Context: an optimization exercise on an open-source flow, tuned for small area, a short achievable clock period and few clock cycles. The choices shown serve that exercise and are no tape-out recipe.
The RTL of this run was laid out without a check of its function.

===== flow/run.sh =====
#!/bin/bash
# synth_recipe.tcl (not shown) runs the flow's synth.tcl, then flattens the netlist and writes it again
# the make line also repeats each setting of config.mk as NAME=value (left out here)
make -C /OpenROAD-flow-scripts/flow DESIGN_CONFIG=/design/flow/config.mk WORK_HOME=/design/flow/orfs CLKGATE_MAP_FILE= SYNTH_SCRIPT=/design/flow/synth_recipe.tcl finish

===== flow/config.mk =====
export PLATFORM = sky130hd
export DESIGN_NAME = ctx_unwrap
export DESIGN_NICKNAME = ctx_unwrap
export VERILOG_FILES = /design/flow/design.v
export SDC_FILE = /design/flow/constraint.sdc
export NUM_CORES = 8
export LEC_CHECK = 0
export CAP_MARGIN = 20
export CORE_MARGIN = 2
export CORE_UTILIZATION = 35
export PLACE_DENSITY = 0.45
export SLEW_MARGIN = 20

===== flow/constraint.sdc =====
create_clock -name core_clock -period 10.0 [get_ports {clk}]
set_input_delay 2.0000 -clock core_clock [delete_from_list [all_inputs] [get_ports {clk}]]
set_output_delay 2.0000 -clock core_clock [all_outputs]
set_load 0.01 [all_outputs]

===== flow/design.v =====
module aes_sbox (
    input  wire [7:0] a,
    output wire [7:0] y
);
    function [3:0] gm;   
        input [3:0] p, q;
        reg [6:0] r;
        begin
            r = ({7{q[0]}} & {3'b0, p}) ^ ({7{q[1]}} & {2'b0, p, 1'b0}) ^
                ({7{q[2]}} & {1'b0, p, 2'b0}) ^ ({7{q[3]}} & {p, 3'b0});
            gm = r[3:0] ^ {r[6:4], 1'b0} ^ {1'b0, r[6:4]};
        end
    endfunction
    wire [7:0] x;
    assign x[0] = a[0] ^ a[2] ^ a[5] ^ a[7];
    assign x[1] = a[2] ^ a[5] ^ a[6] ^ a[7];
    assign x[2] = a[2];
    assign x[3] = a[3] ^ a[4];
    assign x[4] = a[1] ^ a[5] ^ a[7];
    assign x[5] = a[2] ^ a[3];
    assign x[6] = a[1] ^ a[4] ^ a[6] ^ a[7];
    assign x[7] = a[5] ^ a[7];
    wire [3:0] h = x[7:4], l = x[3:0];
    wire [3:0] dl;
    assign dl[0] = x[0] ^ x[2] ^ x[6] ^ x[7];
    assign dl[1] = x[2] ^ x[4] ^ x[5];
    assign dl[2] = x[1] ^ x[3] ^ x[5] ^ x[6];
    assign dl[3] = x[3] ^ x[4] ^ x[5] ^ x[6];
    wire [3:0] d = dl ^ gm(h, l);
    reg  [3:0] di;
    always @(*) begin
        case (d)
            4'd0: di = 4'd0;
            4'd1: di = 4'd1;
            4'd2: di = 4'd9;
            4'd3: di = 4'd14;
            4'd4: di = 4'd13;
            4'd5: di = 4'd11;
            4'd6: di = 4'd7;
            4'd7: di = 4'd6;
            4'd8: di = 4'd15;
            4'd9: di = 4'd2;
            4'd10: di = 4'd12;
            4'd11: di = 4'd5;
            4'd12: di = 4'd10;
            4'd13: di = 4'd4;
            4'd14: di = 4'd3;
            4'd15: di = 4'd8;
            default: di = 4'd0;
        endcase
    end
    wire [7:0] z = {gm(h, di), gm(h ^ l, di)};
    assign y[0] = ~(z[0] ^ z[1] ^ z[2] ^ z[3] ^ z[5] ^ z[7]);
    assign y[1] = ~(z[0] ^ z[1] ^ z[4]);
    assign y[2] = z[0] ^ z[2] ^ z[3] ^ z[5] ^ z[6] ^ z[7];
    assign y[3] = z[0] ^ z[1] ^ z[2] ^ z[3] ^ z[6];
    assign y[4] = z[0] ^ z[3] ^ z[4];
    assign y[5] = ~(z[1] ^ z[2] ^ z[5] ^ z[6]);
    assign y[6] = ~(z[4] ^ z[5] ^ z[6]);
    assign y[7] = z[1] ^ z[2] ^ z[3];
endmodule
module aes_inv_sbox (
    input  wire [7:0] a,
    output wire [7:0] y
);
    function [3:0] gm;   
        input [3:0] p, q;
        reg [6:0] r;
        begin
            r = ({7{q[0]}} & {3'b0, p}) ^ ({7{q[1]}} & {2'b0, p, 1'b0}) ^
                ({7{q[2]}} & {1'b0, p, 2'b0}) ^ ({7{q[3]}} & {p, 3'b0});
            gm = r[3:0] ^ {r[6:4], 1'b0} ^ {1'b0, r[6:4]};
        end
    endfunction
    wire [7:0] x;
    assign x[0] = ~(a[4] ^ a[5]);
    assign x[1] = ~(a[0] ^ a[1] ^ a[5]);
    assign x[2] = a[1] ^ a[4] ^ a[5];
    assign x[3] = a[0] ^ a[1] ^ a[2] ^ a[4];
    assign x[4] = ~(a[1] ^ a[2] ^ a[7]);
    assign x[5] = ~(a[0] ^ a[4] ^ a[5] ^ a[6]);
    assign x[6] = a[1] ^ a[2] ^ a[3] ^ a[4] ^ a[5] ^ a[7];
    assign x[7] = a[1] ^ a[2] ^ a[6] ^ a[7];
    wire [3:0] h = x[7:4], l = x[3:0];
    wire [3:0] dl;
    assign dl[0] = x[0] ^ x[2] ^ x[6] ^ x[7];
    assign dl[1] = x[2] ^ x[4] ^ x[5];
    assign dl[2] = x[1] ^ x[3] ^ x[5] ^ x[6];
    assign dl[3] = x[3] ^ x[4] ^ x[5] ^ x[6];
    wire [3:0] d = dl ^ gm(h, l);
    reg  [3:0] di;
    always @(*) begin
        case (d)
            4'd0: di = 4'd0;
            4'd1: di = 4'd1;
            4'd2: di = 4'd9;
            4'd3: di = 4'd14;
            4'd4: di = 4'd13;
            4'd5: di = 4'd11;
            4'd6: di = 4'd7;
            4'd7: di = 4'd6;
            4'd8: di = 4'd15;
            4'd9: di = 4'd2;
            4'd10: di = 4'd12;
            4'd11: di = 4'd5;
            4'd12: di = 4'd10;
            4'd13: di = 4'd4;
            4'd14: di = 4'd3;
            4'd15: di = 4'd8;
            default: di = 4'd0;
        endcase
    end
    wire [7:0] z = {gm(h, di), gm(h ^ l, di)};
    assign y[0] = z[0] ^ z[1] ^ z[5] ^ z[7];
    assign y[1] = z[4] ^ z[5] ^ z[6];
    assign y[2] = z[2] ^ z[3] ^ z[5] ^ z[7];
    assign y[3] = z[2] ^ z[3];
    assign y[4] = z[2] ^ z[6] ^ z[7];
    assign y[5] = z[1] ^ z[5] ^ z[7];
    assign y[6] = z[1] ^ z[2] ^ z[4] ^ z[6];
    assign y[7] = z[1] ^ z[5];
endmodule
module ctx_unwrap (
    input  wire         clk,
    input  wire         rst,        
    input  wire         start,      
    input  wire [255:0] kek,        
    input  wire [575:0] wrapped,    
    output wire         ready,
    output reg          done,       
    output wire         ok,         
    output wire [511:0] key_out     
);
    localparam [2:0] S_IDLE   = 3'd0,
                     S_KEXP   = 3'd1,
                     S_RUN    = 3'd2,
                     S_FIN    = 3'd3,
                     S_ZERO   = 3'd4;
    localparam [63:0] IV = 64'hA6A6_A6A6_A6A6_A6A6;
    reg  [2:0]   st;
    reg  [3:0]   rnd;           
    reg  [5:0]   t;             
    reg  [255:0] kw;            
    reg  [255:0] ks;            
    reg  [63:0]  a;             
    reg  [63:0]  r [0:7];       
    reg          neq;           
    reg          okr;
    assign ready   = (st == S_IDLE);
    assign ok      = okr;
    assign key_out = {r[0], r[1], r[2], r[3], r[4], r[5], r[6], r[7]};
    function [7:0] xt;
        input [7:0] b;
        xt = {b[6:0], 1'b0} ^ (b[7] ? 8'h1b : 8'h00);
    endfunction
    function [7:0] rcon;
        input [2:0] i;
        case (i)
            3'd1: rcon = 8'h01;
            3'd2: rcon = 8'h02;
            3'd3: rcon = 8'h04;
            3'd4: rcon = 8'h08;
            3'd5: rcon = 8'h10;
            3'd6: rcon = 8'h20;
            3'd7: rcon = 8'h40;
            default: rcon = 8'h00;
        endcase
    endfunction
    wire        fwd    = (st != S_RUN);
    wire [31:0] ks_in  = fwd ? kw[31:0] : kw[159:128];
    wire [31:0] ks_sub;
    genvar g;
    generate
        for (g = 0; g < 4; g = g + 1) begin : g_ksub
            aes_sbox u_sbox (.a(ks_in[8*g +: 8]), .y(ks_sub[8*g +: 8]));
        end
    endgenerate
    wire        rot    = rnd[0] ^ fwd;
    wire [2:0]  rci    = rnd[3:1] + 3'd1;
    wire [31:0] ks_t   = rot ? ({ks_sub[23:0], ks_sub[31:24]} ^ {rcon(rci), 24'h0})
                             : ks_sub;
    wire [31:0] f0 = kw[255:224] ^ ks_t;
    wire [31:0] f1 = kw[223:192] ^ f0;
    wire [31:0] f2 = kw[191:160] ^ f1;
    wire [31:0] f3 = kw[159:128] ^ f2;
    wire [255:0] kw_fwd = {kw[127:0], f0, f1, f2, f3};
    wire [31:0] b0 = kw[127:96] ^ ks_t;
    wire [31:0] b1 = kw[95:64]  ^ kw[127:96];
    wire [31:0] b2 = kw[63:32]  ^ kw[95:64];
    wire [31:0] b3 = kw[31:0]   ^ kw[63:32];
    wire [255:0] kw_bwd = {b0, b1, b2, b3, kw[255:128]};
    wire [127:0] rk = kw[255:128];       
    wire [127:0] s = {a, r[7]};
    wire [127:0] shifted;
    wire [127:0] subbed;
    wire [127:0] added = subbed ^ rk;
    wire [127:0] mixed;
    genvar rr, cc;
    generate
        for (cc = 0; cc < 4; cc = cc + 1) begin : g_col
            for (rr = 0; rr < 4; rr = rr + 1) begin : g_row
                assign shifted[127 - 8*(rr + 4*cc) -: 8] =
                    s[127 - 8*(rr + 4*((cc + 4 - rr) % 4)) -: 8];
                aes_inv_sbox u_isbox (
                    .a(shifted[127 - 8*(rr + 4*cc) -: 8]),
                    .y(subbed [127 - 8*(rr + 4*cc) -: 8])
                );
            end
            wire [7:0] c0 = added[127 - 8*(4*cc + 0) -: 8];
            wire [7:0] c1 = added[127 - 8*(4*cc + 1) -: 8];
            wire [7:0] c2 = added[127 - 8*(4*cc + 2) -: 8];
            wire [7:0] c3 = added[127 - 8*(4*cc + 3) -: 8];
            wire [7:0] u  = xt(xt(c0 ^ c2));
            wire [7:0] v  = xt(xt(c1 ^ c3));
            wire [7:0] d0 = c0 ^ u;
            wire [7:0] d1 = c1 ^ v;
            wire [7:0] d2 = c2 ^ u;
            wire [7:0] d3 = c3 ^ v;
            wire [7:0] tt = d0 ^ d1 ^ d2 ^ d3;
            assign mixed[127 - 8*(4*cc + 0) -: 8] = d0 ^ tt ^ xt(d0 ^ d1);
            assign mixed[127 - 8*(4*cc + 1) -: 8] = d1 ^ tt ^ xt(d1 ^ d2);
            assign mixed[127 - 8*(4*cc + 2) -: 8] = d2 ^ tt ^ xt(d2 ^ d3);
            assign mixed[127 - 8*(4*cc + 3) -: 8] = d3 ^ tt ^ xt(d3 ^ d0);
        end
    endgenerate
    wire         last  = (t == 6'd1);
    wire [5:0]   tn    = t - 6'd1;
    wire [127:0] wk    = last ? 128'h0 : (ks[127:0] ^ {58'h0, tn, 64'h0});
    integer k;
    always @(posedge clk) begin
        if (rst) begin
            st   <= S_IDLE;
            done <= 1'b0;
        end else begin
            done <= 1'b0;
            case (st)
                S_IDLE: begin
                    if (start) begin
                        kw   <= kek;
                        rnd  <= 4'd0;
                        t    <= 6'd48;
                        a    <= wrapped[575:512];
                        r[7] <= wrapped[63:0];             
                        for (k = 0; k < 7; k = k + 1)
                            r[k] <= wrapped[511 - 64*k -: 64];    
                        neq  <= 1'b0;
                        st   <= S_KEXP;
                    end
                end
                S_KEXP: begin
                    kw  <= kw_fwd;
                    rnd <= rnd + 4'd1;
                    if (rnd == 4'd12) begin
                        a    <= a ^ {58'h0, t} ^ {f0, f1};
                        r[7] <= r[7] ^ {f2, f3};
                        st   <= S_RUN;
                    end
                end
                S_RUN: begin
                    if (rnd == 4'd13 && t == 6'd48)
                        ks <= kw;
                    if (t[5:2] == 4'd0 && r[0] != r[4])
                        neq <= 1'b1;
                    if (rnd != 4'd0) begin
                        a    <= mixed[127:64];
                        r[7] <= mixed[63:0];
                        kw   <= kw_bwd;
                        rnd  <= rnd - 4'd1;
                    end else begin
                        a    <= added[127:64] ^ wk[127:64];
                        r[7] <= r[6] ^ wk[63:0];
                        for (k = 1; k < 7; k = k + 1)
                            r[k] <= r[k-1];
                        r[0] <= added[63:0];
                        kw   <= ks;
                        rnd  <= 4'd13;
                        t    <= tn;
                        if (last)
                            st <= S_FIN;
                    end
                end
                S_FIN: begin
                    okr <= (a == IV) && (neq || r[0] != r[4]);
                    if ((a == IV) && (neq || r[0] != r[4])) begin
                        done <= 1'b1;
                        st   <= S_IDLE;
                    end else begin
                        r[7] <= r[6];
                        for (k = 1; k < 7; k = k + 1)
                            r[k] <= r[k-1];
                        r[0] <= 64'h0;
                        rnd  <= 4'd6;
                        st   <= S_ZERO;
                    end
                end
                S_ZERO: begin
                    r[7] <= r[6];
                    for (k = 1; k < 7; k = k + 1)
                        r[k] <= r[k-1];
                    r[0] <= 64'h0;
                    rnd  <= rnd - 4'd1;
                    if (rnd == 4'd0) begin
                        done <= 1'b1;
                        st   <= S_IDLE;
                    end
                end
                default: st <= S_IDLE;
            endcase
        end
    end
endmodule

==> run notes <==
Placed design
Buffers placed on the I/O ports in this run total 1349. The setup slack after placement is 514 ps. Summed over all nets, the half-perimeter wirelength after detailed placement is 497 mm. The cell count after placement is 14900. The routability congestion estimate is between 1 and 1.5.

The cell area after placement is 0.116 sq mm.

Drt
The DRC marker count from the first detailed-route iteration is 12600. The wire length after detailed routing is 613 mm. The number of detailed-route iterations in the first pass is 10. The detailed-route via count is 90300. For this run, design rule violations remaining after detail routing come to 0. The final antenna-violating net count is 0. In the routed layout, each cell is associated on average with a via count of 5.91.

After detailed routing, the average wire length per cell comes to 40.1 um.

Clock network
The insertion delay to the later sink of the worst-skew pair is 880 ps. The number of buffers added by the clock tree synthesis step is 156. In this run, post-CTS repair resized a total of 0 instances. No sink is reached through more buffers than the 4 on the longest clock path. The number of buffers inserted by post-CTS setup repair is 0. The count of H-tree levels built during CTS is 4. The clock tree root driver cell is sky130_fd_sc_hd__clkbuf_16.

The number of clock sinks is 1104. Clock-pin slew was measured on the worst setup and hold paths at 60 ps. The CTS tree is yes. In this run, post-CTS hold repair placed 0 buffers.

Synth
Of the total synthesized cell area, the portion taken by AND, OR, NAND and NOR gates is 0.139. The compound-gate portion of the synthesized area came to 0.123. Of the total synthesized cell area, the portion taken by full adders, half adders and majority gates is 0.0353. The netlist uses about 110 different library cells. In this run the cell area of the synthesized design comes to 0.0970 sq mm. The register area share after synthesis is 0.341. The fraction of registers with async set/reset is 0. Of the total synthesized cell area, the portion taken by XOR and XNOR cells is 0.302. The main combinational cell family by area after synthesis is XOR/XNOR gates. Yosys printed 4 warnings. The portion of synthesized area spent on multiplexers is 0.0278. Yosys attributes the largest share of cell area to sky130_fd_sc_hd__edfxtp_1, sky130_fd_sc_hd__xnor2_1, sky130_fd_sc_hd__nand2_1, sky130_fd_sc_hd__xnor3_1, sky130_fd_sc_hd__xor2_1. In this run, synthesis produced a sequential element count of 1104. The post-synthesis cell type with the largest combined area is sky130_fd_sc_hd__edfxtp_1. The mean instance size in the synthesized netlist is 9.61 sq um. The flip-flop cell with the highest count after synthesis is sky130_fd_sc_hd__edfxtp_1. The number of flops mapped to enable cells by yosys is 1100.

In the synthesized netlist, the number of instances is 10100. The share of synthesized area in the top cell type comes to 0.341. Synthesis produced a netlist with a net count of 11200.

Floorplan
The placement row count is 193. The die height is 530 um. Measured along the x axis, the die boundary spans 530 um. The number of I/O pins is around 1400. The placeable core region is 0.276 sq mm. The starting utilization of the core area is 0.351. The die footprint is 0.281 sq mm.

Run
The number of maximum-capacitance constraint violations is 0.

Final layout
Relative to the synthesized area, the layout overhead comes to 24.8%. Leaving out fill and tap cells, the most frequent cell in the layout is sky130_fd_sc_hd__nand2_1. The cell area after layout is 0.121 sq mm.

In the layout the commonest cells are sky130_fd_sc_hd__nand2_1, sky130_fd_sc_hd__xnor2_1, sky130_fd_sc_hd__clkdlybuf4s50_1, sky130_fd_sc_hd__edfxtp_1, sky130_fd_sc_hd__xor2_1. The number of standard cells in the final layout excluding fillers is 15300. The net count of the finished layout is between 10000 and 15000. Of the cells placed in the final design, the portion with a size suffix greater than 1 is 0.0699.

Global route
The number of global-route vias before repair is roughly 84000. The maximum number of pins on one net before global-route repair is between 150 and 200. The total global routing overflow is 0. The first global-routing pass estimated 793 mm of wire. The total global routing track utilization is 0.419. The initial antenna violation count is 157.

Setup path
For the worst setup path, the data required time is 10560 ps. The startpoint identified for the worst register-to-register timing path is r[7][25]. The critical path endpoint category is a flop.

The critical path in this run is classified as reg2reg. Tracing the worst setup path back leads to its startpoint at r[7][25]. Data arrives at the worst endpoint at just over 10000 ps.

The highest net fanout along the worst path is 17. The timing endpoint of the critical path is r[7][2]. The launching element type of the critical path is a flop. The setup check on the worst reg-to-reg path leaves a slack of 350 ps. For the worst flop-to-flop path, the logic depth is 24. The critical register-to-register path endpoint is r[7][2].

Timing
For the pin with the worst max-slew slack, the measured transition is 1240 ps. The final hold slack is 468 ps. Setup violations remaining at the end of the flow were counted as 0. The worst clock skew is 79.0 ps.

Measured against its own limit, the worst slew margin works out to 0.170. The final cycle utilization of the critical path is 0.965. The worst setup margin is 350 ps. The number of failing hold endpoints at the final stage came to 0. Setup repair after global routing left no endpoint under its margin. The worst path in the final design needs a cycle of roughly 9700 ps, including I/O delays and setup. The max-slew violation count came to 0.

Based on the critical path, the design can be clocked at up to just over 100 MHz.

Run status
The flow ran to the end and the layout has no timing, DRC or antenna violations.

Worst hold path
The type of the tightest min-delay check is reg2reg.
worst min-delay path by stage:
stage / startpoint / endpoint / depth (start not counted)
floorplan: kw[159] / ks[159] / 0
global placement: kw[218] / ks[218] / 0
detailed placement: kw[218] / ks[218] / 0
CTS: kw[218] / ks[218] / 0
global route: kw[218] / ks[218] / 0
finish: kw[218] / ks[218] / 0
synth_stat cells (76+ instances only):
cell type and count:
sky130_fd_sc_hd__ha_1 269, sky130_fd_sc_hd__edfxtp_1 1100, sky130_fd_sc_hd__a21oi_1 404, sky130_fd_sc_hd__nor2_1 450, sky130_fd_sc_hd__xnor2_1 1465, sky130_fd_sc_hd__a222oi_1 118
sky130_fd_sc_hd__clkbuf_1 437, sky130_fd_sc_hd__nand3_1 95, sky130_fd_sc_hd__xor2_1 762, sky130_fd_sc_hd__o211ai_1 76, sky130_fd_sc_hd__o21ai_0 555, sky130_fd_sc_hd__mux2i_1 177
sky130_fd_sc_hd__xnor3_1 301, sky130_fd_sc_hd__nor3_1 115, sky130_fd_sc_hd__inv_1 213, sky130_fd_sc_hd__a221o_1 93, sky130_fd_sc_hd__nand2_1 2149, sky130_fd_sc_hd__a22o_1 81
cells by family (layout without fill, tap and decap cells):
group                      Yosys count  in the layout
AOI/OAI and AO/OA                 1792           1792
and+or+nand+nor                   3203           3203
xor gates and xnor gates          2671           2671
adders and majority gates          275            275
other                                0             96
buffers and inverters              793           2176
muxes                              250            250
DFF                               1104           1104
metrics by stage:
step,util,TNS (ps)
2_1_floorplan,-,-2588510
6_report,0.438,0
3_3_place_gp,0.419,0
3_5_place_dp,0.419,0
5_1_grt,0.438,0
4_1_cts,0.438,0
area by class of cell:
class / count / area, sq um
flip-flops and latches: 1104 / 33100
clock inverters: 82 / 970
diodes: 96 / 240
clock buffers: 185 / 4060
fillers: 26900 / 155000
multi-input cells: 8191 / 61100
well taps: 3705 / 4640
inverters: 233 / 882
repair buffers: 1676 / 16100
registers in the layout, indices dropped and copies added (netlist names):
register and flops:
a 64, done 1, ks 256, kw 256
neq 1, okr 1, r 512, rnd 4
st 3, t 6
layer usage:
metal | global-route usage | wire length [um] | vias to the layer above
li1 | - | - | 37900
met1 | 0.519 | 232000 | 45400
met2 | 0.632 | 267000 | 5684
met3 | 0.0972 | 58500 | 1180
met4 | 0.320 | 54400 | 38
met5 | 0 | 255 | -
worst max-delay path, stage by stage, from the launching register on:
cell and delay (ps):
sky130_fd_sc_hd__edfxtp_1 890, sky130_fd_sc_hd__xor3_1 580, sky130_fd_sc_hd__inv_2 180, sky130_fd_sc_hd__xnor2_2 540, sky130_fd_sc_hd__inv_1 170, sky130_fd_sc_hd__ha_1 260, sky130_fd_sc_hd__nor3_1 290, sky130_fd_sc_hd__nor2_1 80
sky130_fd_sc_hd__xor3_1 590, sky130_fd_sc_hd__inv_1 190, sky130_fd_sc_hd__ha_1 230, sky130_fd_sc_hd__or3_1 360, sky130_fd_sc_hd__a21oi_1 650, sky130_fd_sc_hd__o21ai_0 210, sky130_fd_sc_hd__xnor2_1 190, sky130_fd_sc_hd__xnor2_1 310
sky130_fd_sc_hd__xnor3_1 480, sky130_fd_sc_hd__xnor2_1 280, sky130_fd_sc_hd__xnor2_2 570, sky130_fd_sc_hd__xor3_1 610, sky130_fd_sc_hd__xor2_1 380, sky130_fd_sc_hd__xor2_1 320, sky130_fd_sc_hd__xnor2_1 120, sky130_fd_sc_hd__a221oi_1 650
sky130_fd_sc_hd__o21ai_0 190

[separate check: timing with driven ports]
The results above use ideal ports. As a check the final layout listed here was re-extracted and re-timed, cells and wires unchanged. Step 1: set_driving_cell puts a clkbuf_16 on clk and a buf_2 on each other input, an assumption about the parent block. Step 2 moves the port delays by t, midway between the first and last clock arrival at a register: inputs arrive t later, outputs are due t later. That takes back most of the time a late clock gives input paths. a / b / c = ideal ports / drivers / drivers and shift; a / b = the first two.
shift t [ns]: 0.956
slack for setup (ns): 0.350 / 0.350 / 0.350
hold slack, ns: 0.468 / 0.468 / 0.468
After both steps this run still meets setup and hold. For this run, drivers alone change the setup slack by 0.000 ns; drivers and shift together by 0.000 ns.
